This design comes from an exercise in tuning for small area and a short achievable clock period on the open sky130 flow, not from production work.
No run shown here included a check of the RTL's function; only the layout flow was run.
Power is estimated from default activity; no workload was simulated.

==> flow/design.v, too long to show whole: its modules and the start of the top module <==
// module le_fpu_rshift: 16 lines
// module le_fpu_norm: 35 lines
// module le_fpu_inc24: 114 lines
// module le_fpu_add31: 163 lines
// module le_fpu_add8: 37 lines
// module le_fpu_add32: 173 lines
// module le_fpu_add26: 127 lines
// module le_fpu_add22: 103 lines
// module le_fpu_pc: 11 lines
// module le_fpu_gc: 8 lines
// module le_fpu_ac: 7 lines
// module le_fpu_mul: 1231 lines
// module le_fpu_fa: 4 lines
// module le_fpu_ha: 4 lines
// module le_fpu_bpp: 3 lines
// module le_fpu: 305 lines
module le_fpu (
    input  wire        clk,
    input  wire        rst,         
    input  wire        in_valid,
    input  wire [31:0] in_insn,
    input  wire [31:0] in_a,        
    input  wire [31:0] in_b,        
    output reg         out_valid,
    output reg         out_fault,   
    output reg         out_wen,     
    output reg  [4:0]  out_rd,
    output reg  [31:0] out_data
);
  // ...
==> flow/flow/run.sh <==
#!/bin/bash
set -euo pipefail
export SETUP_SLACK_MARGIN=${SETUP_SLACK_MARGIN:-7}
export BUFFER_PORTS_ARGS="-buffer_cell sky130_fd_sc_hd__buf_2"
bash standard.sh > run.log 2>&1
==> flow/standard.sh <==
#!/bin/bash
# synth_recipe.tcl (not shown) runs the flow's synth.tcl, then flattens the netlist and writes it again
# the make line also repeats each setting of config.mk as NAME=value (left out here)
make -C /OpenROAD-flow-scripts/flow DESIGN_CONFIG=/design/flow/config.mk WORK_HOME=/design/flow/orfs CLKGATE_MAP_FILE= SYNTH_SCRIPT=/design/flow/synth_recipe.tcl "${@:-finish}"
==> flow/config.mk <==
export PLATFORM = sky130hd
export DESIGN_NAME = le_fpu
export DESIGN_NICKNAME = le_fpu
export VERILOG_FILES = /design/flow/design.v
export SDC_FILE = /design/flow/constraint.sdc
export NUM_CORES = 4
export LEC_CHECK = 0
export CAP_MARGIN = 20
export CORE_MARGIN = 2
export CORE_UTILIZATION = 45
export SLEW_MARGIN = 20
export SYNTH_HIERARCHICAL = 1
export SYNTH_MINIMUM_KEEP_SIZE = 0
==> flow/constraint.sdc <==
create_clock -name core_clock -period 16.0 [get_ports {clk}]
set_input_delay 3.2000 -clock core_clock [delete_from_list [all_inputs] [get_ports {clk}]]
set_output_delay 3.2000 -clock core_clock [all_outputs]
set_load 0.01 [all_outputs]
==> results.toml, run 1 <==
[outcome]
status = "finished clean"

[route]
drtIter0Drc = 3552
wl_met2_mm = 58.1

[global_routing]
grt_use_met1_pct = 41.5
grtUsageMet2_pct = 51.7
antenna_found_initial = 7

[clock_tree]
cts_inserted_buffers = 9
cts_sinks = 84

[synthesis]
postSynthCellCount = 3815
avgSynthCellArea_um2 = 8.88

[finish]
largest_reg_flops = 32
largest-register = "r_val"
multi_input_area_share_pct = 83.4
clock_area_share_pct = 0.847
synthToLayoutAreaGrowth_pct = 9.95
inv_count = 168
nClkBuffers = 10

[hold_path]
hold-path-cell-count = 1

[job]
max_cap_viol_count = 0

[placement]
preCtsSetupSlack_ns = 4.70
gp_congestion = 0.968
port_buffers = 133

[floorplan]
die_y_um = 278

[timing]
fin_crit_ns = 9.02

[worst_setup_path]
cp_max_fo = 35
cp-endpoint = "r_val[11]$_DFF_P_"
slowest_delay_ns = 0.71

[pwr]
power_leader = "combinational logic"
p_seq_share_pct = 7.1
==> module le_fpu_norm, before the edit <==
module le_fpu_norm (
    input  wire [31:0] x,
    output wire [31:0] n,
    output wire [4:0]  lz
);
    reg [15:0] v1;  reg [15:0] c1;
    reg [7:0]  v2;  reg [15:0] c2;
    reg [3:0]  v3;  reg [11:0] c3;
    reg [1:0]  v4;  reg [7:0]  c4;
    integer i;
    always @(*) begin
        for (i = 0; i < 16; i = i + 1) begin
            v1[i] = x[2*i+1] | x[2*i];
            c1[i] = ~x[2*i+1];
        end
        for (i = 0; i < 8; i = i + 1) begin
            v2[i] = v1[2*i+1] | v1[2*i];
            c2[2*i +: 2] = v1[2*i+1] ? {1'b0, c1[2*i+1]} : {1'b1, c1[2*i]};
        end
        for (i = 0; i < 4; i = i + 1) begin
            v3[i] = v2[2*i+1] | v2[2*i];
            c3[3*i +: 3] = v2[2*i+1] ? {1'b0, c2[4*i+2 +: 2]} : {1'b1, c2[4*i +: 2]};
        end
        for (i = 0; i < 2; i = i + 1) begin
            v4[i] = v3[2*i+1] | v3[2*i];
            c4[4*i +: 4] = v3[2*i+1] ? {1'b0, c3[6*i+3 +: 3]} : {1'b1, c3[6*i +: 3]};
        end
    end
    assign lz = v4[1] ? {1'b0, c4[7:4]} : {1'b1, c4[3:0]};
    wire [31:0] n4 = lz[4] ? {x[15:0], 16'd0} : x;
    wire [31:0] n3 = lz[3] ? {n4[23:0], 8'd0} : n4;
    wire [31:0] n2 = lz[2] ? {n3[27:0], 4'd0} : n3;
    wire [31:0] n1 = lz[1] ? {n2[29:0], 2'd0} : n2;
    assign n = lz[0] ? {n1[30:0], 1'b0} : n1;
endmodule
==> module le_fpu, before the edit <==
module le_fpu (
    input  wire        clk,
    input  wire        rst,         
    input  wire        in_valid,
    input  wire [31:0] in_insn,
    input  wire [31:0] in_a,        
    input  wire [31:0] in_b,        
    output reg         out_valid,
    output reg         out_fault,   
    output reg         out_wen,     
    output reg  [4:0]  out_rd,
    output reg  [31:0] out_data
);
    wire [5:0] op   = in_insn[31:26];
    wire [4:0] f_rb = in_insn[15:11];
    wire [4:0] f_rc = in_insn[10:6];
    wire [5:0] func = in_insn[5:0];
    reg legal;
    always @(*) begin
        legal = 1'b0;
        if (op == 6'h04) begin
            case (func)
                6'h00, 6'h01, 6'h02, 6'h07, 6'h08:
                    legal = (f_rc == 5'd0);
                6'h09, 6'h0A, 6'h0B, 6'h0C, 6'h0D, 6'h0E:
                    legal = (f_rb == 5'd0) && (f_rc == 5'd0);
                default:
                    legal = 1'b0;
            endcase
        end
    end
    wire f_add  = (func[5:1] == 5'b00000);              
    wire f_sub  = func[0];
    wire f_mul  = (func == 6'h02);
    wire f_mm   = (func == 6'h07) || (func == 6'h08);
    wire f_min  = (func == 6'h07);
    wire f_abs  = (func == 6'h09);
    wire f_neg  = (func == 6'h0A);
    wire f_cif  = (func == 6'h0B) || (func == 6'h0D);   
    wire f_qif  = func[2];                               
    wire f_cfi  = (func == 6'h0C) || (func == 6'h0E);   
    wire f_qfi  = func[1];                               
    wire f_pass = f_mm | f_abs | f_neg;
    wire        sa = in_a[31];
    wire [7:0]  ea = in_a[30:23];
    wire [22:0] fa = in_a[22:0];
    wire        a_zero = (ea == 8'd0);
    wire        a_emax = (ea == 8'hFF);
    wire        a_fnz  = (fa != 23'd0);
    wire        a_inf  = a_emax & ~a_fnz;
    wire        a_nan  = a_emax & a_fnz;
    wire        sb = in_b[31];
    wire [7:0]  eb = in_b[30:23];
    wire [22:0] fb = in_b[22:0];
    wire        b_zero = (eb == 8'd0);
    wire        b_emax = (eb == 8'hFF);
    wire        b_fnz  = (fb != 23'd0);
    wire        b_inf  = b_emax & ~b_fnz;
    wire        b_nan  = b_emax & b_fnz;
    wire [30:0] cmp_d;
    wire        a_ge;
    le_fpu_add31 u_cmp (
        .x   (in_a[30:0]),
        .y   (~in_b[30:0]),
        .cin (1'b1),
        .s   (cmp_d),
        .cout(a_ge)
    );
    wire a_eq = (in_a[30:0] == in_b[30:0]);
    wire        sb_eff  = sb ^ f_sub;
    wire        eff_sub = sa ^ sb_eff;
    wire [7:0]  d_ab, d_ba;
    wire        e_ge, e_le;                          
    le_fpu_add8 u_d_ab (
        .x   (ea),
        .y   (~eb),
        .cin (1'b1),
        .s   (d_ab),
        .cout(e_ge)
    );
    le_fpu_add8 u_d_ba (
        .x   (eb),
        .y   (~ea),
        .cin (1'b1),
        .s   (d_ba),
        .cout(e_le)
    );
    wire [8:0]  t_cvt   = (f_qfi ? 9'd126 : 9'd157) - {1'b0, ea};
    wire        cvt_sat = t_cvt[8];                      
    wire [7:0]  sh_a    = f_add ? d_ba : (f_cif ? 8'd0 : t_cvt[7:0]);
    wire [31:0] xa_in   = f_cif ? in_a : {1'b0, ~a_zero, fa & {23{~a_zero}}, 7'd0};
    wire [31:0] xb_in   = {1'b0, ~b_zero, fb & {23{~b_zero}}, 7'd0};
    wire [32:0] wa, wb;
    wire        stka, stkb;
    le_fpu_rshift u_rshift_a (
        .x  (xa_in),
        .sh (sh_a[4:0]),
        .big(sh_a[7:5] != 3'd0),
        .w  (wa),
        .stk(stka)
    );
    le_fpu_rshift u_rshift_b (
        .x  (xb_in),
        .sh (d_ab[4:0]),
        .big(d_ab[7:5] != 3'd0),
        .w  (wb),
        .stk(stkb)
    );
    wire        sel_a = ~f_add | ~a_ge;
    wire [32:0] w     = sel_a ? wa : wb;
    wire        stk   = sel_a ? stka : stkb;
    wire        cfi_up = w[0] & (stk | w[1]);
    wire [31:0] x_add  = f_add ? {1'b0, 1'b1, (a_ge ? fa : fb), 7'd0}
                               : {31'd0, f_cfi & (sa ^ cfi_up)};
    wire [31:0] y_add  = {w[32:2], w[1] | (f_add & (w[0] | stk))};
    wire        inv    = f_add ? eff_sub : sa;
    wire        cin    = f_add ? eff_sub : (f_cif & sa);
    wire [31:0] sum;
    wire        add_co;
    le_fpu_add32 u_add (
        .x   (x_add),
        .y   (y_add ^ {32{inv}}),
        .cin (cin),
        .s   (sum),
        .cout(add_co)
    );
    wire [47:0] mul_s, mul_c;
    le_fpu_mul u_mul (
        .a({1'b1, fa}),
        .b({1'b1, fb}),
        .s(mul_s),
        .c(mul_c)
    );
    wire [21:0] mul_lo;
    wire        mul_cy;
    le_fpu_add22 u_mul_lo (
        .x   (mul_s[21:0]),
        .y   (mul_c[21:0]),
        .cin (1'b0),
        .s   (mul_lo),
        .cout(mul_cy)
    );
    wire [21:0] mul_t  = mul_s[21:0] ^ mul_c[21:0];
    wire [21:0] mul_o  = {mul_s[20:0] | mul_c[20:0], 1'b0};
    wire        mul_st = (mul_t != mul_o);
    wire mag_a_ge = b_zero | (~a_zero & a_ge);
    wire mag_a_le = a_zero | (~b_zero & (~a_ge | a_eq));
    wire a_le_b = (sa & ~sb) | (~sa & ~sb & mag_a_le) | (sa & sb & mag_a_ge);
    wire a_ge_b = (~sa & sb) | (~sa & ~sb & mag_a_ge) | (sa & sb & mag_a_le);
    wire pick_a = ~f_mm | b_nan | (~a_nan & (f_min ? a_le_b : a_ge_b));
    wire        p_sign = pick_a ? (f_abs ? 1'b0 : (sa ^ f_neg)) : sb;
    wire [30:0] p_mag  = pick_a ? (a_zero ? 31'd0 : in_a[30:0])
                                : (b_zero ? 31'd0 : in_b[30:0]);
    reg        c_rnd, c_sign, c_nan, c_inf, c_zero, c_sat, c_cfi, c_mul;
    reg [9:0]  c_exp;
    reg [31:0] c_val;
    always @(*) begin
        c_rnd  = 1'b0;
        c_nan  = 1'b0;
        c_inf  = 1'b0;
        c_zero = 1'b0;
        c_sat  = 1'b0;
        c_cfi  = 1'b0;
        c_mul  = f_mul;
        c_sign = sa;
        c_exp  = 10'd0;
        c_val  = sum;
        if (f_add) begin
            c_sign = a_ge ? sa : sb_eff;
            c_exp  = {2'd0, (a_ge ? ea : eb)} + 10'd1;
            if (a_nan | b_nan | (a_inf & b_inf & eff_sub))
                c_nan = 1'b1;
            else if (a_inf | b_inf) begin
                c_inf  = 1'b1;
                c_sign = a_inf ? sa : sb_eff;
            end else if (a_zero & b_zero) begin
                c_zero = 1'b1;
                c_sign = sa & sb_eff;
            end else
                c_rnd = 1'b1;
        end else if (f_mul) begin
            c_sign = sa ^ sb;
            c_exp  = {2'd0, ea} + {2'd0, eb} - 10'd126;
            c_val  = {mul_s[47:22], mul_cy, mul_st, 4'd0};
            if (a_nan | b_nan | (a_inf & b_zero) | (b_inf & a_zero))
                c_nan = 1'b1;
            else if (a_inf | b_inf)
                c_inf = 1'b1;
            else if (a_zero | b_zero)
                c_zero = 1'b1;
            else
                c_rnd = 1'b1;
        end else if (f_pass) begin
            c_val = {p_sign, p_mag};
            c_nan = f_mm ? (a_nan & b_nan) : a_nan;
        end else if (f_cif) begin
            c_exp = f_qif ? 10'd127 : 10'd158;
            c_rnd = 1'b1;
        end else begin
            c_cfi = 1'b1;
            if (a_nan) begin
                c_zero = 1'b1;
                c_sign = 1'b0;
            end else if (a_inf | cvt_sat)
                c_sat = 1'b1;
        end
    end
    reg        r_rnd, r_sign, r_nan, r_inf, r_zero, r_sat, r_cfi, r_mul;
    reg [9:0]  r_exp;
    reg [31:0] r_val;
    reg [25:0] r_mc;                     
    reg        r_valid, r_fault, r_wen;
    reg [4:0]  r_rd;
    always @(posedge clk) begin
        if (rst)
            r_valid <= 1'b0;
        else
            r_valid <= in_valid;
    end
    always @(posedge clk) begin
        r_fault <= ~legal;
        r_wen   <= legal;
        r_rd    <= in_insn[25:21];
        r_rnd   <= c_rnd;
        r_sign  <= c_sign;
        r_nan   <= c_nan;
        r_inf   <= c_inf;
        r_zero  <= c_zero;
        r_sat   <= c_sat;
        r_cfi   <= c_cfi;
        r_mul   <= c_mul;
        r_exp   <= c_exp;
        r_val   <= c_val;
        r_mc    <= mul_c[47:22];
    end
    wire [31:0] nz;
    wire [4:0]  lz_n;
    le_fpu_norm u_norm (
        .x (r_val),
        .n (nz),
        .lz(lz_n)
    );
    wire [25:0] mp;
    wire        mp_co;
    le_fpu_add26 u_mul_hi (
        .x   (r_val[31:6]),
        .y   (r_mc),
        .cin (r_val[5]),
        .s   (mp),
        .cout(mp_co)
    );
    wire [31:0] nm   = mp[25] ? {mp, r_val[4], 5'd0} : {mp[24:0], r_val[4], 6'd0};
    wire [31:0] nn   = r_mul ? nm : nz;
    wire [4:0]  lz   = r_mul ? {4'd0, ~mp[25]} : lz_n;
    wire        g_n  = nn[7];
    wire        s_n  = (nn[6:0] != 7'd0);
    wire        up   = g_n & (s_n | nn[8]);
    wire [23:0] m_r;
    wire        cy;                          
    le_fpu_inc24 u_round (
        .x   (nn[31:8]),
        .cin (up),
        .s   (m_r),
        .cout(cy)
    );
    wire [7:0]  e0 = r_exp[7:0] - {3'd0, lz};
    wire [7:0]  e1 = e0 + 8'd1;
    wire        ex_ge255 = ($signed(r_exp) >= 10'sd255);
    wire        ex_ge256 = ($signed(r_exp) >= 10'sd256);
    wire        ex_eq254 = (r_exp == 10'd254);
    wire        ex_eq255 = (r_exp == 10'd255);
    wire        top1 = r_mul ? mp[25] : r_val[31];
    wire        top2 = r_mul | r_val[30];
    wire        ovf0 = top1 ? ex_ge255 : (top2 & ex_ge256);
    wire        ovf1 = top1 ? (ex_ge255 | ex_eq254) : (top2 & (ex_ge256 | ex_eq255));
    wire        ex_neg = r_exp[9];
    wire        ex_big = ~r_exp[9] & (r_exp[8:5] != 4'd0);
    wire        unf0 = ex_neg | (~ex_big & (r_exp[4:0] <= lz));
    wire        unf1 = ex_neg | (~ex_big & (r_exp[4:0] < lz));
    wire [7:0]  ef0  = ovf0 ? 8'hFF : (unf0 ? 8'h00 : e0);
    wire [7:0]  ef1  = ovf1 ? 8'hFF : (unf1 ? 8'h00 : e1);
    wire        val_zero = (r_val == 32'd0);
    wire        k_rnd  = r_rnd & ~val_zero;              
    wire        k_cfi  = r_cfi & ~r_zero & ~r_sat;        
    wire        k_pass = ~(r_rnd | r_cfi | r_nan | r_inf | r_zero | r_sat);
    wire        k_one  = r_nan | r_inf;                   
    wire        k_sat  = r_sat | (k_cfi & ~r_sign & r_val[31]);
    wire        k_val  = (k_cfi & ~(~r_sign & r_val[31])) | k_pass;
    always @(*) begin
        out_valid = r_valid;
        out_fault = r_fault;
        out_wen   = r_wen;
        out_rd    = r_rd;
        out_data[31]    = (~r_nan & ~(r_rnd & val_zero) & ~k_val & r_sign)
                        | (k_val & r_val[31]);
        out_data[30:23] = ({8{k_one}})
                        | ({8{k_rnd}} & (cy ? ef1 : ef0))
                        | ({8{k_sat & ~r_sign}})
                        | ({8{k_val}} & r_val[30:23]);
        out_data[22:0]  = ({r_nan, 22'd0})
                        | ({23{k_rnd & ~(ovf0 | unf0)}} & m_r[22:0])
                        | ({23{k_sat & ~r_sign}})
                        | ({23{k_val}} & r_val[22:0]);
    end
endmodule
==> run 2: changes to the inputs <==
--- a/flow/design.v
+++ b/flow/design.v
@@ -21,145 +21,13 @@
 );
-    reg [15:0] v1;  reg [15:0] c1;
-    reg [7:0]  v2;  reg [15:0] c2;
-    reg [3:0]  v3;  reg [11:0] c3;
-    reg [1:0]  v4;  reg [7:0]  c4;
-    integer i;
-    always @(*) begin
-        for (i = 0; i < 16; i = i + 1) begin
-            v1[i] = x[2*i+1] | x[2*i];
-            c1[i] = ~x[2*i+1];
-        end
-        for (i = 0; i < 8; i = i + 1) begin
-            v2[i] = v1[2*i+1] | v1[2*i];
-            c2[2*i +: 2] = v1[2*i+1] ? {1'b0, c1[2*i+1]} : {1'b1, c1[2*i]};
-        end
-        for (i = 0; i < 4; i = i + 1) begin
-            v3[i] = v2[2*i+1] | v2[2*i];
-            c3[3*i +: 3] = v2[2*i+1] ? {1'b0, c2[4*i+2 +: 2]} : {1'b1, c2[4*i +: 2]};
-        end
-        for (i = 0; i < 2; i = i + 1) begin
-            v4[i] = v3[2*i+1] | v3[2*i];
-            c4[4*i +: 4] = v3[2*i+1] ? {1'b0, c3[6*i+3 +: 3]} : {1'b1, c3[6*i +: 3]};
-        end
-    end
-    assign lz = v4[1] ? {1'b0, c4[7:4]} : {1'b1, c4[3:0]};
-    wire [31:0] n4 = lz[4] ? {x[15:0], 16'd0} : x;
-    wire [31:0] n3 = lz[3] ? {n4[23:0], 8'd0} : n4;
-    wire [31:0] n2 = lz[2] ? {n3[27:0], 4'd0} : n3;
-    wire [31:0] n1 = lz[1] ? {n2[29:0], 2'd0} : n2;
-    assign n = lz[0] ? {n1[30:0], 1'b0} : n1;
-endmodule
-module le_fpu_inc24 (
-    input  wire [23:0] x,
-    input  wire        cin,
-    output wire [23:0] s,
-    output wire        cout
-);
-    wire p1_1;
-    le_fpu_ac u_p1_1 (.a(x[1]), .b(x[0]), .y(p1_1));
-    wire p1_3;
-    le_fpu_ac u_p1_3 (.a(x[3]), .b(x[2]), .y(p1_3));
-    wire p1_5;
-    le_fpu_ac u_p1_5 (.a(x[5]), .b(x[4]), .y(p1_5));
-    wire p1_7;
-    le_fpu_ac u_p1_7 (.a(x[7]), .b(x[6]), .y(p1_7));
-    wire p1_9;
-    le_fpu_ac u_p1_9 (.a(x[9]), .b(x[8]), .y(p1_9));
-    wire p1_11;
-    le_fpu_ac u_p1_11 (.a(x[11]), .b(x[10]), .y(p1_11));
-    wire p1_13;
-    le_fpu_ac u_p1_13 (.a(x[13]), .b(x[12]), .y(p1_13));
-    wire p1_15;
-    le_fpu_ac u_p1_15 (.a(x[15]), .b(x[14]), .y(p1_15));
-    wire p1_17;
-    le_fpu_ac u_p1_17 (.a(x[17]), .b(x[16]), .y(p1_17));
-    wire p1_19;
-    le_fpu_ac u_p1_19 (.a(x[19]), .b(x[18]), .y(p1_19));
-    wire p1_21;
-    le_fpu_ac u_p1_21 (.a(x[21]), .b(x[20]), .y(p1_21));
-    wire p1_23;
-    le_fpu_ac u_p1_23 (.a(x[23]), .b(x[22]), .y(p1_23));
-    wire p2_2;
-    le_fpu_ac u_p2_2 (.a(x[2]), .b(p1_1), .y(p2_2));
-    wire p2_3;
-    le_fpu_ac u_p2_3 (.a(p1_3), .b(p1_1), .y(p2_3));
-    wire p2_6;
-    le_fpu_ac u_p2_6 (.a(x[6]), .b(p1_5), .y(p2_6));
-    wire p2_7;
-    le_fpu_ac u_p2_7 (.a(p1_7), .b(p1_5), .y(p2_7));
-    wire p2_10;
-    le_fpu_ac u_p2_10 (.a(x[10]), .b(p1_9), .y(p2_10));
-    wire p2_11;
-    le_fpu_ac u_p2_11 (.a(p1_11), .b(p1_9), .y(p2_11));
-    wire p2_14;
-    le_fpu_ac u_p2_14 (.a(x[14]), .b(p1_13), .y(p2_14));
-    wire p2_15;
-    le_fpu_ac u_p2_15 (.a(p1_15), .b(p1_13), .y(p2_15));
-    wire p2_18;
-    le_fpu_ac u_p2_18 (.a(x[18]), .b(p1_17), .y(p2_18));
-    wire p2_19;
-    le_fpu_ac u_p2_19 (.a(p1_19), .b(p1_17), .y(p2_19));
-    wire p2_22;
-    le_fpu_ac u_p2_22 (.a(x[22]), .b(p1_21), .y(p2_22));
-    wire p2_23;
-    le_fpu_ac u_p2_23 (.a(p1_23), .b(p1_21), .y(p2_23));
-    wire p3_4;
-    le_fpu_ac u_p3_4 (.a(x[4]), .b(p2_3), .y(p3_4));
-    wire p3_5;
-    le_fpu_ac u_p3_5 (.a(p1_5), .b(p2_3), .y(p3_5));
-    wire p3_6;
-    le_fpu_ac u_p3_6 (.a(p2_6), .b(p2_3), .y(p3_6));
-    wire p3_7;
-    le_fpu_ac u_p3_7 (.a(p2_7), .b(p2_3), .y(p3_7));
-    wire p3_12;
-    le_fpu_ac u_p3_12 (.a(x[12]), .b(p2_11), .y(p3_12));
-    wire p3_13;
-    le_fpu_ac u_p3_13 (.a(p1_13), .b(p2_11), .y(p3_13));
-    wire p3_14;
-    le_fpu_ac u_p3_14 (.a(p2_14), .b(p2_11), .y(p3_14));
-    wire p3_15;
-    le_fpu_ac u_p3_15 (.a(p2_15), .b(p2_11), .y(p3_15));
-    wire p3_20;
-    le_fpu_ac u_p3_20 (.a(x[20]), .b(p2_19), .y(p3_20));
-    wire p3_21;
-    le_fpu_ac u_p3_21 (.a(p1_21), .b(p2_19), .y(p3_21));
-    wire p3_22;
-    le_fpu_ac u_p3_22 (.a(p2_22), .b(p2_19), .y(p3_22));
-    wire p3_23;
-    le_fpu_ac u_p3_23 (.a(p2_23), .b(p2_19), .y(p3_23));
-    wire p4_8;
-    le_fpu_ac u_p4_8 (.a(x[8]), .b(p3_7), .y(p4_8));
-    wire p4_9;
-    le_fpu_ac u_p4_9 (.a(p1_9), .b(p3_7), .y(p4_9));
-    wire p4_10;
-    le_fpu_ac u_p4_10 (.a(p2_10), .b(p3_7), .y(p4_10));
-    wire p4_11;
-    le_fpu_ac u_p4_11 (.a(p2_11), .b(p3_7), .y(p4_11));
-    wire p4_12;
-    le_fpu_ac u_p4_12 (.a(p3_12), .b(p3_7), .y(p4_12));
-    wire p4_13;
-    le_fpu_ac u_p4_13 (.a(p3_13), .b(p3_7), .y(p4_13));
-    wire p4_14;
-    le_fpu_ac u_p4_14 (.a(p3_14), .b(p3_7), .y(p4_14));
-    wire p4_15;
-    le_fpu_ac u_p4_15 (.a(p3_15), .b(p3_7), .y(p4_15));
-    wire p5_16;
-    le_fpu_ac u_p5_16 (.a(x[16]), .b(p4_15), .y(p5_16));
-    wire p5_17;
-    le_fpu_ac u_p5_17 (.a(p1_17), .b(p4_15), .y(p5_17));
-    wire p5_18;
-    le_fpu_ac u_p5_18 (.a(p2_18), .b(p4_15), .y(p5_18));
-    wire p5_19;
-    le_fpu_ac u_p5_19 (.a(p2_19), .b(p4_15), .y(p5_19));
-    wire p5_20;
-    le_fpu_ac u_p5_20 (.a(p3_20), .b(p4_15), .y(p5_20));
-    wire p5_21;
-    le_fpu_ac u_p5_21 (.a(p3_21), .b(p4_15), .y(p5_21));
-    wire p5_22;
-    le_fpu_ac u_p5_22 (.a(p3_22), .b(p4_15), .y(p5_22));
-    wire p5_23;
-    le_fpu_ac u_p5_23 (.a(p3_23), .b(p4_15), .y(p5_23));
-    wire [23:0] c = {p5_22, p5_21, p5_20, p5_19, p5_18, p5_17, p5_16, p4_15, p4_14, p4_13, p4_12, p4_11, p4_10, p4_9, p4_8, p3_7, p3_6, p3_5, p3_4, p2_3, p2_2, p1_1, x[0], 1'b1} & {24{cin}};
-    assign s = x ^ c;
-    assign cout = cin & p5_23;
+    wire        z4 = (x[31:16] == 16'd0);
+    wire [31:0] n4 = z4 ? {x[15:0], 16'd0} : x;
+    wire        z3 = (n4[31:24] == 8'd0);
+    wire [31:0] n3 = z3 ? {n4[23:0], 8'd0} : n4;
+    wire        z2 = (n3[31:28] == 4'd0);
+    wire [31:0] n2 = z2 ? {n3[27:0], 4'd0} : n3;
+    wire        z1 = (n2[31:30] == 2'd0);
+    wire [31:0] n1 = z1 ? {n2[29:0], 2'd0} : n2;
+    wire        z0 = ~n1[31];
+    assign n  = z0 ? {n1[30:0], 1'b0} : n1;
+    assign lz = {z4, z3, z2, z1, z0};
 endmodule
@@ -328,2 +196,286 @@
 endmodule
+module le_fpu_inc24 (
+    input  wire [23:0] x,
+    input  wire        cin,
+    output wire [23:0] s,
+    output wire        cout
+);
+    wire p1_1;
+    le_fpu_ac u_p1_1 (.a(x[1]), .b(x[0]), .y(p1_1));
+    wire p1_3;
+    le_fpu_ac u_p1_3 (.a(x[3]), .b(x[2]), .y(p1_3));
+    wire p1_5;
+    le_fpu_ac u_p1_5 (.a(x[5]), .b(x[4]), .y(p1_5));
+    wire p1_7;
+    le_fpu_ac u_p1_7 (.a(x[7]), .b(x[6]), .y(p1_7));
+    wire p1_9;
+    le_fpu_ac u_p1_9 (.a(x[9]), .b(x[8]), .y(p1_9));
+    wire p1_11;
+    le_fpu_ac u_p1_11 (.a(x[11]), .b(x[10]), .y(p1_11));
+    wire p1_13;
+    le_fpu_ac u_p1_13 (.a(x[13]), .b(x[12]), .y(p1_13));
+    wire p1_15;
+    le_fpu_ac u_p1_15 (.a(x[15]), .b(x[14]), .y(p1_15));
+    wire p1_17;
+    le_fpu_ac u_p1_17 (.a(x[17]), .b(x[16]), .y(p1_17));
+    wire p1_19;
+    le_fpu_ac u_p1_19 (.a(x[19]), .b(x[18]), .y(p1_19));
+    wire p1_21;
+    le_fpu_ac u_p1_21 (.a(x[21]), .b(x[20]), .y(p1_21));
+    wire p1_23;
+    le_fpu_ac u_p1_23 (.a(x[23]), .b(x[22]), .y(p1_23));
+    wire p2_2;
+    le_fpu_ac u_p2_2 (.a(x[2]), .b(p1_1), .y(p2_2));
+    wire p2_3;
+    le_fpu_ac u_p2_3 (.a(p1_3), .b(p1_1), .y(p2_3));
+    wire p2_6;
+    le_fpu_ac u_p2_6 (.a(x[6]), .b(p1_5), .y(p2_6));
+    wire p2_7;
+    le_fpu_ac u_p2_7 (.a(p1_7), .b(p1_5), .y(p2_7));
+    wire p2_10;
+    le_fpu_ac u_p2_10 (.a(x[10]), .b(p1_9), .y(p2_10));
+    wire p2_11;
+    le_fpu_ac u_p2_11 (.a(p1_11), .b(p1_9), .y(p2_11));
+    wire p2_14;
+    le_fpu_ac u_p2_14 (.a(x[14]), .b(p1_13), .y(p2_14));
+    wire p2_15;
+    le_fpu_ac u_p2_15 (.a(p1_15), .b(p1_13), .y(p2_15));
+    wire p2_18;
+    le_fpu_ac u_p2_18 (.a(x[18]), .b(p1_17), .y(p2_18));
+    wire p2_19;
+    le_fpu_ac u_p2_19 (.a(p1_19), .b(p1_17), .y(p2_19));
+    wire p2_22;
+    le_fpu_ac u_p2_22 (.a(x[22]), .b(p1_21), .y(p2_22));
+    wire p2_23;
+    le_fpu_ac u_p2_23 (.a(p1_23), .b(p1_21), .y(p2_23));
+    wire p3_4;
+    le_fpu_ac u_p3_4 (.a(x[4]), .b(p2_3), .y(p3_4));
+    wire p3_5;
+    le_fpu_ac u_p3_5 (.a(p1_5), .b(p2_3), .y(p3_5));
+    wire p3_6;
+    le_fpu_ac u_p3_6 (.a(p2_6), .b(p2_3), .y(p3_6));
+    wire p3_7;
+    le_fpu_ac u_p3_7 (.a(p2_7), .b(p2_3), .y(p3_7));
+    wire p3_12;
+    le_fpu_ac u_p3_12 (.a(x[12]), .b(p2_11), .y(p3_12));
+    wire p3_13;
+    le_fpu_ac u_p3_13 (.a(p1_13), .b(p2_11), .y(p3_13));
+    wire p3_14;
+    le_fpu_ac u_p3_14 (.a(p2_14), .b(p2_11), .y(p3_14));
+    wire p3_15;
+    le_fpu_ac u_p3_15 (.a(p2_15), .b(p2_11), .y(p3_15));
+    wire p3_20;
+    le_fpu_ac u_p3_20 (.a(x[20]), .b(p2_19), .y(p3_20));
+    wire p3_21;
+    le_fpu_ac u_p3_21 (.a(p1_21), .b(p2_19), .y(p3_21));
+    wire p3_22;
+    le_fpu_ac u_p3_22 (.a(p2_22), .b(p2_19), .y(p3_22));
+    wire p3_23;
+    le_fpu_ac u_p3_23 (.a(p2_23), .b(p2_19), .y(p3_23));
+    wire p4_8;
+    le_fpu_ac u_p4_8 (.a(x[8]), .b(p3_7), .y(p4_8));
+    wire p4_9;
+    le_fpu_ac u_p4_9 (.a(p1_9), .b(p3_7), .y(p4_9));
+    wire p4_10;
+    le_fpu_ac u_p4_10 (.a(p2_10), .b(p3_7), .y(p4_10));
+    wire p4_11;
+    le_fpu_ac u_p4_11 (.a(p2_11), .b(p3_7), .y(p4_11));
+    wire p4_12;
+    le_fpu_ac u_p4_12 (.a(p3_12), .b(p3_7), .y(p4_12));
+    wire p4_13;
+    le_fpu_ac u_p4_13 (.a(p3_13), .b(p3_7), .y(p4_13));
+    wire p4_14;
+    le_fpu_ac u_p4_14 (.a(p3_14), .b(p3_7), .y(p4_14));
+    wire p4_15;
+    le_fpu_ac u_p4_15 (.a(p3_15), .b(p3_7), .y(p4_15));
+    wire p5_16;
+    le_fpu_ac u_p5_16 (.a(x[16]), .b(p4_15), .y(p5_16));
+    wire p5_17;
+    le_fpu_ac u_p5_17 (.a(p1_17), .b(p4_15), .y(p5_17));
+    wire p5_18;
+    le_fpu_ac u_p5_18 (.a(p2_18), .b(p4_15), .y(p5_18));
+    wire p5_19;
+    le_fpu_ac u_p5_19 (.a(p2_19), .b(p4_15), .y(p5_19));
+    wire p5_20;
+    le_fpu_ac u_p5_20 (.a(p3_20), .b(p4_15), .y(p5_20));
+    wire p5_21;
+    le_fpu_ac u_p5_21 (.a(p3_21), .b(p4_15), .y(p5_21));
+    wire p5_22;
+    le_fpu_ac u_p5_22 (.a(p3_22), .b(p4_15), .y(p5_22));
+    wire p5_23;
+    le_fpu_ac u_p5_23 (.a(p3_23), .b(p4_15), .y(p5_23));
+    wire [23:0] c = {p5_22, p5_21, p5_20, p5_19, p5_18, p5_17, p5_16, p4_15, p4_14, p4_13, p4_12, p4_11, p4_10, p4_9, p4_8, p3_7, p3_6, p3_5, p3_4, p2_3, p2_2, p1_1, x[0], 1'b1} & {24{cin}};
+    assign s = x ^ c;
+    assign cout = cin & p5_23;
+endmodule
+module le_fpu_inc32 (
+    input  wire [31:0] x,
+    input  wire        cin,
+    output wire [31:0] s,
+    output wire        cout
+);
+    wire p1_1;
+    le_fpu_ac u_p1_1 (.a(x[1]), .b(x[0]), .y(p1_1));
+    wire p1_3;
+    le_fpu_ac u_p1_3 (.a(x[3]), .b(x[2]), .y(p1_3));
+    wire p1_5;
+    le_fpu_ac u_p1_5 (.a(x[5]), .b(x[4]), .y(p1_5));
+    wire p1_7;
+    le_fpu_ac u_p1_7 (.a(x[7]), .b(x[6]), .y(p1_7));
+    wire p1_9;
+    le_fpu_ac u_p1_9 (.a(x[9]), .b(x[8]), .y(p1_9));
+    wire p1_11;
+    le_fpu_ac u_p1_11 (.a(x[11]), .b(x[10]), .y(p1_11));
+    wire p1_13;
+    le_fpu_ac u_p1_13 (.a(x[13]), .b(x[12]), .y(p1_13));
+    wire p1_15;
+    le_fpu_ac u_p1_15 (.a(x[15]), .b(x[14]), .y(p1_15));
+    wire p1_17;
+    le_fpu_ac u_p1_17 (.a(x[17]), .b(x[16]), .y(p1_17));
+    wire p1_19;
+    le_fpu_ac u_p1_19 (.a(x[19]), .b(x[18]), .y(p1_19));
+    wire p1_21;
+    le_fpu_ac u_p1_21 (.a(x[21]), .b(x[20]), .y(p1_21));
+    wire p1_23;
+    le_fpu_ac u_p1_23 (.a(x[23]), .b(x[22]), .y(p1_23));
+    wire p1_25;
+    le_fpu_ac u_p1_25 (.a(x[25]), .b(x[24]), .y(p1_25));
+    wire p1_27;
+    le_fpu_ac u_p1_27 (.a(x[27]), .b(x[26]), .y(p1_27));
+    wire p1_29;
+    le_fpu_ac u_p1_29 (.a(x[29]), .b(x[28]), .y(p1_29));
+    wire p1_31;
+    le_fpu_ac u_p1_31 (.a(x[31]), .b(x[30]), .y(p1_31));
+    wire p2_2;
+    le_fpu_ac u_p2_2 (.a(x[2]), .b(p1_1), .y(p2_2));
+    wire p2_3;
+    le_fpu_ac u_p2_3 (.a(p1_3), .b(p1_1), .y(p2_3));
+    wire p2_6;
+    le_fpu_ac u_p2_6 (.a(x[6]), .b(p1_5), .y(p2_6));
+    wire p2_7;
+    le_fpu_ac u_p2_7 (.a(p1_7), .b(p1_5), .y(p2_7));
+    wire p2_10;
+    le_fpu_ac u_p2_10 (.a(x[10]), .b(p1_9), .y(p2_10));
+    wire p2_11;
+    le_fpu_ac u_p2_11 (.a(p1_11), .b(p1_9), .y(p2_11));
+    wire p2_14;
+    le_fpu_ac u_p2_14 (.a(x[14]), .b(p1_13), .y(p2_14));
+    wire p2_15;
+    le_fpu_ac u_p2_15 (.a(p1_15), .b(p1_13), .y(p2_15));
+    wire p2_18;
+    le_fpu_ac u_p2_18 (.a(x[18]), .b(p1_17), .y(p2_18));
+    wire p2_19;
+    le_fpu_ac u_p2_19 (.a(p1_19), .b(p1_17), .y(p2_19));
+    wire p2_22;
+    le_fpu_ac u_p2_22 (.a(x[22]), .b(p1_21), .y(p2_22));
+    wire p2_23;
+    le_fpu_ac u_p2_23 (.a(p1_23), .b(p1_21), .y(p2_23));
+    wire p2_26;
+    le_fpu_ac u_p2_26 (.a(x[26]), .b(p1_25), .y(p2_26));
+    wire p2_27;
+    le_fpu_ac u_p2_27 (.a(p1_27), .b(p1_25), .y(p2_27));
+    wire p2_30;
+    le_fpu_ac u_p2_30 (.a(x[30]), .b(p1_29), .y(p2_30));
+    wire p2_31;
+    le_fpu_ac u_p2_31 (.a(p1_31), .b(p1_29), .y(p2_31));
+    wire p3_4;
+    le_fpu_ac u_p3_4 (.a(x[4]), .b(p2_3), .y(p3_4));
+    wire p3_5;
+    le_fpu_ac u_p3_5 (.a(p1_5), .b(p2_3), .y(p3_5));
+    wire p3_6;
+    le_fpu_ac u_p3_6 (.a(p2_6), .b(p2_3), .y(p3_6));
+    wire p3_7;
+    le_fpu_ac u_p3_7 (.a(p2_7), .b(p2_3), .y(p3_7));
+    wire p3_12;
+    le_fpu_ac u_p3_12 (.a(x[12]), .b(p2_11), .y(p3_12));
+    wire p3_13;
+    le_fpu_ac u_p3_13 (.a(p1_13), .b(p2_11), .y(p3_13));
+    wire p3_14;
+    le_fpu_ac u_p3_14 (.a(p2_14), .b(p2_11), .y(p3_14));
+    wire p3_15;
+    le_fpu_ac u_p3_15 (.a(p2_15), .b(p2_11), .y(p3_15));
+    wire p3_20;
+    le_fpu_ac u_p3_20 (.a(x[20]), .b(p2_19), .y(p3_20));
+    wire p3_21;
+    le_fpu_ac u_p3_21 (.a(p1_21), .b(p2_19), .y(p3_21));
+    wire p3_22;
+    le_fpu_ac u_p3_22 (.a(p2_22), .b(p2_19), .y(p3_22));
+    wire p3_23;
+    le_fpu_ac u_p3_23 (.a(p2_23), .b(p2_19), .y(p3_23));
+    wire p3_28;
+    le_fpu_ac u_p3_28 (.a(x[28]), .b(p2_27), .y(p3_28));
+    wire p3_29;
+    le_fpu_ac u_p3_29 (.a(p1_29), .b(p2_27), .y(p3_29));
+    wire p3_30;
+    le_fpu_ac u_p3_30 (.a(p2_30), .b(p2_27), .y(p3_30));
+    wire p3_31;
+    le_fpu_ac u_p3_31 (.a(p2_31), .b(p2_27), .y(p3_31));
+    wire p4_8;
+    le_fpu_ac u_p4_8 (.a(x[8]), .b(p3_7), .y(p4_8));
+    wire p4_9;
+    le_fpu_ac u_p4_9 (.a(p1_9), .b(p3_7), .y(p4_9));
+    wire p4_10;
+    le_fpu_ac u_p4_10 (.a(p2_10), .b(p3_7), .y(p4_10));
+    wire p4_11;
+    le_fpu_ac u_p4_11 (.a(p2_11), .b(p3_7), .y(p4_11));
+    wire p4_12;
+    le_fpu_ac u_p4_12 (.a(p3_12), .b(p3_7), .y(p4_12));
+    wire p4_13;
+    le_fpu_ac u_p4_13 (.a(p3_13), .b(p3_7), .y(p4_13));
+    wire p4_14;
+    le_fpu_ac u_p4_14 (.a(p3_14), .b(p3_7), .y(p4_14));
+    wire p4_15;
+    le_fpu_ac u_p4_15 (.a(p3_15), .b(p3_7), .y(p4_15));
+    wire p4_24;
+    le_fpu_ac u_p4_24 (.a(x[24]), .b(p3_23), .y(p4_24));
+    wire p4_25;
+    le_fpu_ac u_p4_25 (.a(p1_25), .b(p3_23), .y(p4_25));
+    wire p4_26;
+    le_fpu_ac u_p4_26 (.a(p2_26), .b(p3_23), .y(p4_26));
+    wire p4_27;
+    le_fpu_ac u_p4_27 (.a(p2_27), .b(p3_23), .y(p4_27));
+    wire p4_28;
+    le_fpu_ac u_p4_28 (.a(p3_28), .b(p3_23), .y(p4_28));
+    wire p4_29;
+    le_fpu_ac u_p4_29 (.a(p3_29), .b(p3_23), .y(p4_29));
+    wire p4_30;
+    le_fpu_ac u_p4_30 (.a(p3_30), .b(p3_23), .y(p4_30));
+    wire p4_31;
+    le_fpu_ac u_p4_31 (.a(p3_31), .b(p3_23), .y(p4_31));
+    wire p5_16;
+    le_fpu_ac u_p5_16 (.a(x[16]), .b(p4_15), .y(p5_16));
+    wire p5_17;
+    le_fpu_ac u_p5_17 (.a(p1_17), .b(p4_15), .y(p5_17));
+    wire p5_18;
+    le_fpu_ac u_p5_18 (.a(p2_18), .b(p4_15), .y(p5_18));
+    wire p5_19;
+    le_fpu_ac u_p5_19 (.a(p2_19), .b(p4_15), .y(p5_19));
+    wire p5_20;
+    le_fpu_ac u_p5_20 (.a(p3_20), .b(p4_15), .y(p5_20));
+    wire p5_21;
+    le_fpu_ac u_p5_21 (.a(p3_21), .b(p4_15), .y(p5_21));
+    wire p5_22;
+    le_fpu_ac u_p5_22 (.a(p3_22), .b(p4_15), .y(p5_22));
+    wire p5_23;
+    le_fpu_ac u_p5_23 (.a(p3_23), .b(p4_15), .y(p5_23));
+    wire p5_24;
+    le_fpu_ac u_p5_24 (.a(p4_24), .b(p4_15), .y(p5_24));
+    wire p5_25;
+    le_fpu_ac u_p5_25 (.a(p4_25), .b(p4_15), .y(p5_25));
+    wire p5_26;
+    le_fpu_ac u_p5_26 (.a(p4_26), .b(p4_15), .y(p5_26));
+    wire p5_27;
+    le_fpu_ac u_p5_27 (.a(p4_27), .b(p4_15), .y(p5_27));
+    wire p5_28;
+    le_fpu_ac u_p5_28 (.a(p4_28), .b(p4_15), .y(p5_28));
+    wire p5_29;
+    le_fpu_ac u_p5_29 (.a(p4_29), .b(p4_15), .y(p5_29));
+    wire p5_30;
+    le_fpu_ac u_p5_30 (.a(p4_30), .b(p4_15), .y(p5_30));
+    wire p5_31;
+    le_fpu_ac u_p5_31 (.a(p4_31), .b(p4_15), .y(p5_31));
+    wire [31:0] c = {p5_30, p5_29, p5_28, p5_27, p5_26, p5_25, p5_24, p5_23, p5_22, p5_21, p5_20, p5_19, p5_18, p5_17, p5_16, p4_15, p4_14, p4_13, p4_12, p4_11, p4_10, p4_9, p4_8, p3_7, p3_6, p3_5, p3_4, p2_3, p2_2, p1_1, x[0], 1'b1} & {32{cin}};
+    assign s = x ^ c;
+    assign cout = cin & p5_31;
+endmodule
 module le_fpu_add8 (
@@ -2107,2 +2259,6 @@
     wire        eff_sub = sa ^ sb_eff;
+    wire        sel_a   = ~f_add | ~a_ge;
+    wire        z_sel   = sel_a ? a_zero : b_zero;
+    wire [22:0] f_sel   = sel_a ? fa : fb;
+    wire [31:0] s_in    = f_cif ? in_a : {1'b0, ~z_sel, f_sel & {23{~z_sel}}, 7'd0};
     wire [7:0]  d_ab, d_ba;
@@ -2123,32 +2279,22 @@
     );
+    wire [7:0]  d_exp   = e_ge ? d_ab : d_ba;
     wire [8:0]  t_cvt   = (f_qfi ? 9'd126 : 9'd157) - {1'b0, ea};
     wire        cvt_sat = t_cvt[8];                      
-    wire [7:0]  sh_a    = f_add ? d_ba : (f_cif ? 8'd0 : t_cvt[7:0]);
-    wire [31:0] xa_in   = f_cif ? in_a : {1'b0, ~a_zero, fa & {23{~a_zero}}, 7'd0};
-    wire [31:0] xb_in   = {1'b0, ~b_zero, fb & {23{~b_zero}}, 7'd0};
-    wire [32:0] wa, wb;
-    wire        stka, stkb;
-    le_fpu_rshift u_rshift_a (
-        .x  (xa_in),
-        .sh (sh_a[4:0]),
-        .big(sh_a[7:5] != 3'd0),
-        .w  (wa),
-        .stk(stka)
-    );
-    le_fpu_rshift u_rshift_b (
-        .x  (xb_in),
-        .sh (d_ab[4:0]),
-        .big(d_ab[7:5] != 3'd0),
-        .w  (wb),
-        .stk(stkb)
+    wire [7:0]  sh_full = f_add ? d_exp : (f_cif ? 8'd0 : t_cvt[7:0]);
+    wire [32:0] w;
+    wire        stk;
+    le_fpu_rshift u_rshift (
+        .x  (s_in),
+        .sh (sh_full[4:0]),
+        .big(sh_full[7:5] != 3'd0),
+        .w  (w),
+        .stk(stk)
     );
-    wire        sel_a = ~f_add | ~a_ge;
-    wire [32:0] w     = sel_a ? wa : wb;
-    wire        stk   = sel_a ? stka : stkb;
-    wire        cfi_up = w[0] & (stk | w[1]);
-    wire [31:0] x_add  = f_add ? {1'b0, 1'b1, (a_ge ? fa : fb), 7'd0}
-                               : {31'd0, f_cfi & (sa ^ cfi_up)};
+    wire [31:0] x_add  = f_add ? {1'b0, 1'b1, (a_ge ? fa : fb), 7'd0} : 32'd0;
     wire [31:0] y_add  = {w[32:2], w[1] | (f_add & (w[0] | stk))};
     wire        inv    = f_add ? eff_sub : sa;
-    wire        cin    = f_add ? eff_sub : (f_cif & sa);
+    wire        cin    = inv;
+    wire        cfi_up  = w[0] & (stk | w[1]);
+    wire [31:0] cfi_val = w[32:1] ^ {32{sa}};
+    wire        cfi_inc = sa ^ cfi_up;
     wire [31:0] sum;
@@ -2189,3 +2335,3 @@
                                 : (b_zero ? 31'd0 : in_b[30:0]);
-    reg        c_rnd, c_sign, c_nan, c_inf, c_zero, c_sat, c_cfi, c_mul;
+    reg        c_rnd, c_sign, c_nan, c_inf, c_zero, c_sat, c_cfi, c_inc, c_mul;
     reg [9:0]  c_exp;
@@ -2199,2 +2345,3 @@
         c_cfi  = 1'b0;
+        c_inc  = cfi_inc;
         c_mul  = f_mul;
@@ -2236,2 +2383,3 @@
             c_cfi = 1'b1;
+            c_val = cfi_val;
             if (a_nan) begin
@@ -2243,3 +2391,3 @@
     end
-    reg        r_rnd, r_sign, r_nan, r_inf, r_zero, r_sat, r_cfi, r_mul;
+    reg        r_rnd, r_sign, r_nan, r_inf, r_zero, r_sat, r_cfi, r_inc, r_mul;
     reg [9:0]  r_exp;
@@ -2266,2 +2414,3 @@
         r_cfi   <= c_cfi;
+        r_inc   <= c_inc;
         r_mul   <= c_mul;
@@ -2289,3 +2438,2 @@
     wire [31:0] nn   = r_mul ? nm : nz;
-    wire [4:0]  lz   = r_mul ? {4'd0, ~mp[25]} : lz_n;
     wire        g_n  = nn[7];
@@ -2301,4 +2449,22 @@
     );
-    wire [7:0]  e0 = r_exp[7:0] - {3'd0, lz};
-    wire [7:0]  e1 = e0 + 8'd1;
+    wire [7:0]  ex1 = r_exp[7:0] + 8'd1;
+    wire [7:0]  ef0, ef1;
+    wire        ef0_co, ef1_co;
+    le_fpu_add8 u_ef0 (
+        .x   (r_exp[7:0]),
+        .y   (~{3'd0, lz_n}),
+        .cin (1'b1),
+        .s   (ef0),
+        .cout(ef0_co)
+    );
+    le_fpu_add8 u_ef1 (
+        .x   (ex1),
+        .y   (~{3'd0, lz_n}),
+        .cin (1'b1),
+        .s   (ef1),
+        .cout(ef1_co)
+    );
+    wire [7:0]  em0 = r_exp[7:0] - 8'd1;
+    wire [7:0]  e_out = r_mul ? (mp[25] ? (cy ? ex1 : r_exp[7:0]) : (cy ? r_exp[7:0] : em0))
+                              : (cy ? ef1 : ef0);
     wire        ex_ge255 = ($signed(r_exp) >= 10'sd255);
@@ -2309,17 +2475,20 @@
     wire        top2 = r_mul | r_val[30];
-    wire        ovf0 = top1 ? ex_ge255 : (top2 & ex_ge256);
-    wire        ovf1 = top1 ? (ex_ge255 | ex_eq254) : (top2 & (ex_ge256 | ex_eq255));
+    wire        ovf = top1 ? (ex_ge255 | (cy & ex_eq254))
+                    : (top2 & (ex_ge256 | (cy & ex_eq255)));
     wire        ex_neg = r_exp[9];
     wire        ex_big = ~r_exp[9] & (r_exp[8:5] != 4'd0);
-    wire        unf0 = ex_neg | (~ex_big & (r_exp[4:0] <= lz));
-    wire        unf1 = ex_neg | (~ex_big & (r_exp[4:0] < lz));
-    wire [7:0]  ef0  = ovf0 ? 8'hFF : (unf0 ? 8'h00 : e0);
-    wire [7:0]  ef1  = ovf1 ? 8'hFF : (unf1 ? 8'h00 : e1);
+    wire        ex_le0 = ex_neg | (r_exp == 10'd0);
+    wire        ex_le1 = ex_le0 | (r_exp == 10'd1);
+    wire        unf_f  = ex_neg | (~ex_big & (cy ? (r_exp[4:0] < lz_n) : (r_exp[4:0] <= lz_n)));
+    wire        unf_m  = mp[25] ? (cy ? ex_neg : ex_le0) : (cy ? ex_le0 : ex_le1);
+    wire        unf    = r_mul ? unf_m : unf_f;
     wire        val_zero = (r_val == 32'd0);
-    wire        k_rnd  = r_rnd & ~val_zero;              
-    wire        k_cfi  = r_cfi & ~r_zero & ~r_sat;        
-    wire        k_pass = ~(r_rnd | r_cfi | r_nan | r_inf | r_zero | r_sat);
-    wire        k_one  = r_nan | r_inf;                   
-    wire        k_sat  = r_sat | (k_cfi & ~r_sign & r_val[31]);
-    wire        k_val  = (k_cfi & ~(~r_sign & r_val[31])) | k_pass;
+    wire [31:0] cfi_r;
+    wire        cfi_co;
+    le_fpu_inc32 u_cfi (
+        .x   (r_val),
+        .cin (r_inc),
+        .s   (cfi_r),
+        .cout(cfi_co)
+    );
     always @(*) begin
@@ -2329,12 +2498,16 @@
         out_rd    = r_rd;
-        out_data[31]    = (~r_nan & ~(r_rnd & val_zero) & ~k_val & r_sign)
-                        | (k_val & r_val[31]);
-        out_data[30:23] = ({8{k_one}})
-                        | ({8{k_rnd}} & (cy ? ef1 : ef0))
-                        | ({8{k_sat & ~r_sign}})
-                        | ({8{k_val}} & r_val[30:23]);
-        out_data[22:0]  = ({r_nan, 22'd0})
-                        | ({23{k_rnd & ~(ovf0 | unf0)}} & m_r[22:0])
-                        | ({23{k_sat & ~r_sign}})
-                        | ({23{k_val}} & r_val[22:0]);
+        if (r_nan)
+            out_data = 32'h7FC0_0000;
+        else if (r_inf | (r_rnd & ovf))
+            out_data = {r_sign, 8'hFF, 23'd0};
+        else if (r_rnd & val_zero)
+            out_data = 32'd0;
+        else if (r_zero | (r_rnd & unf))
+            out_data = {r_sign, 31'd0};
+        else if (r_cfi)
+            out_data = (r_sat | (~r_sign & cfi_r[31])) ? {r_sign, {31{~r_sign}}} : cfi_r;
+        else if (r_rnd)
+            out_data = {r_sign, e_out, m_r[22:0]};
+        else
+            out_data = r_val;
     end
==> flow/flow/run.sh (replaced) <==
#!/bin/bash
set -euo pipefail
export SETUP_SLACK_MARGIN=${SETUP_SLACK_MARGIN:-6}
export BUFFER_PORTS_ARGS="-buffer_cell sky130_fd_sc_hd__buf_2"
bash standard.sh > run.log 2>&1
==> run 2 against run 1 <==
Compared with the run above:
- flip-flop and latch count grew 1
- first-iteration DRC count shrank 15%
- critical path type unchanged
- critical endpoint is now r_val[21]$_DFF_P_
- synthesized cell count grew 1.1%
- largest cell class unchanged
==> results.toml, run 2 <==
[synthesis]
avgSynthCellArea_um2 = 8.85
yosys_warnings = 8
syn_area_mm2 = 0.0341
postSynthCellCount = 3857

[placement]
port_buffers = 133
dp_hpwl_mm = 82.0
gp_congestion = 0.965
placed_area_mm2 = 0.0356

[route]
post_drt_wl_per_cell_um = 24.8
vias = 30800
drtIter0Drc = 3026
drc = 0
dr.pass1.iters = 8
ant_nets = 0
post_drt_via_cell_ratio = 6.26
drt-total-wl_mm = 122

[worst_setup_path]
cp_max_fo = 32
end_kind = "flip-flop"
worstSetupPathType = "in -> reg"
cp.depth = 32
cp.required_ns = 16.17
start_kind = "input port"
crit_family = "compound AO/OA/AOI/OAI gates"
arrival_ns = 10.05
critical_path_buf_inv_count = 4
slowest_delay_ns = 0.42
cpMaxStageDelayCell = "fa_2"

[finish]
nets = 4529
largest-register = "r_val"
layout-drive-gt1-share_pct = 20.3
fillers = 7268
synthToLayoutAreaGrowth_pct = 8.99
final_cell_mix = "xnor2_1 (458), and2_1 (292), a22oi_2 (276)"
fin_area_mm2 = 0.0372
multi_input_area_mm2 = 0.0313
final_common_cell = "xnor2_1"
largest_reg_flops = 32
seqCellArea_mm2 = 0.00173
reg_top3 = "r_val x32, r_mc x26, r_exp x10"

[floorplan]
die_area_mm2 = 0.0781
initial_core_util_pct = 45.2
num_rows = 101
design.core.area_mm2 = 0.0756
die_width_um = 279
die_y_um = 279
io_pins = 139

[pwr]
power_density_mw_per_mm2 = 142
peakVddDrop_mv = 0.172
p_leak_nw = 15.7

[timing]
period_share_pct = 61.8
maxSlewHeadroom_pct = 24.4
hold-worst-slack_ns = 2.96
slew_violations = 0
timing.fmax_mhz = 101
finalSetupTns_ns = 0
rsz0062_at_grt = "no"
setup_viol = 0
fin_crit_ns = 9.88
hold_violations = 0
tightestPinTransition_ns = 1.13

[clock_tree]
ctsHoldBuffers = 0
clk_path_buf_depth = 2
htreeDepth = 3
path_clk_slew_ns = 0.06
cts_sinks = 85
cts-root-buf = "clkbuf_16"
cts_tree = "yes"
cts_inserted_buffers = 9

[global_routing]
grt_max_degree = 78
antenna_found_initial = 3
grt_pass1_wl_mm = 184
grt_pass1_vias = 29400
grt_usage_pct = 30.4
gr-total-overflow = 0

[hold_path]
min_path_type = "in -> reg"
hold-path-cell-count = 1

[outcome]
status = "finished clean"

[job]
max_cap_viol_count = 0
==> run 2: power breakdown <==
| part | internal [mW] | switching (mW) | total [mW] | leakage, nW |
|---|---|---|---|---|
| Clock | 0.122 | 0.0838 | 0.206 | 0.140 |
| Combinational | 2.07 | 2.62 | 4.70 | 14.8 |
| Sequential | 0.293 | 0.0918 | 0.385 | 0.712 |
| Total | 2.49 | 2.80 | 5.29 | 15.7 |
==> run 2: repair_timing <==
action | 4_1_cts | 5_1_grt
gates cloned | 5 | 4
buffers inserted | 15 | 29
endpoints found under the setup margin | 61 | 56
pin swaps | 7 | 13
resized for setup | 139 | 91
hold endpoints to repair | 0 | 0
==> run 2: routing by layer <==
metal	vias to the layer above	global-route usage, %	routed length, um
met5	-	0	13
met4	2	12.8	5670
met3	291	4.60	10300
met2	1577	48.6	55300
met1	15100	40.8	50700
li1	13900	-	-
==> run 2: layout make-up <==
class / instances / area share [%]
inverter: 137 / 1.52
sequential: 85 / 4.65
clock buffer: 10 / 0.615
clock inverter: 6 / 0.192
tap: 978 / 3.29
antenna: 1 / 0.00672
timing repair inverter: 1 / 0.0235
timing repair buffer: 275 / 5.64
multi-input combinational: 3432 / 84.1
==> run 2: metrics by stage <==
stage	instances	utilization (%)	total power [mW]	setup slack, ns
after floorplan	3919	-	4.18	6.17
after global placement	4855	47.1	4.89	4.13
after detailed placement	4855	47.1	4.93	4.05
after CTS	4891	48.4	5.21	6.00
after global routing	4925	49.2	5.75	5.93
final	4925	49.2	5.29	6.12
==> run 2: path summary, 6_finish.rpt <==
path,startpoint,endpoint,slack [ns]
setup / recovery,in_a[8],r_val[21]$_DFF_P_,6.12
hold / removal,in_insn[21],r_rd[0]$_DFF_P_,2.96

==> re-timing with driven ports <==
How much do the figures lean on ideal ports? The routed layouts below were timed once more, with nothing changed but the port constraints. Step 1 sets driving cells, clkbuf_16 on the clock port and buf_2 on the other inputs (assumed; they add their load-dependent delay and slew). Step 2 adds t to the input delays and takes it off the output delays; t is the mean of the earliest and latest rising clock arrival at the registers after step 1. Input paths then give back, and output paths get back, about the clock's delay inside the block. Slacks: ideal / step 1 / step 2; pairs: ideal / step 1.
run	t (ns)	setup slack, ns	worst setup path at the end	clock arrival spread, ns	worst slew at a driven data input, ns
run 1	0.389	6.984 / 6.853 / 6.464	input to register	0.007 / 0.007	0.22
run 2	0.389	6.120 / 6.152 / 5.763	input to register	0.008 / 0.008	0.10
After both steps every run listed still meets setup and hold. For run 1, which loses most, drivers alone change the setup slack by -0.131 ns; drivers and shift together by -0.520 ns.
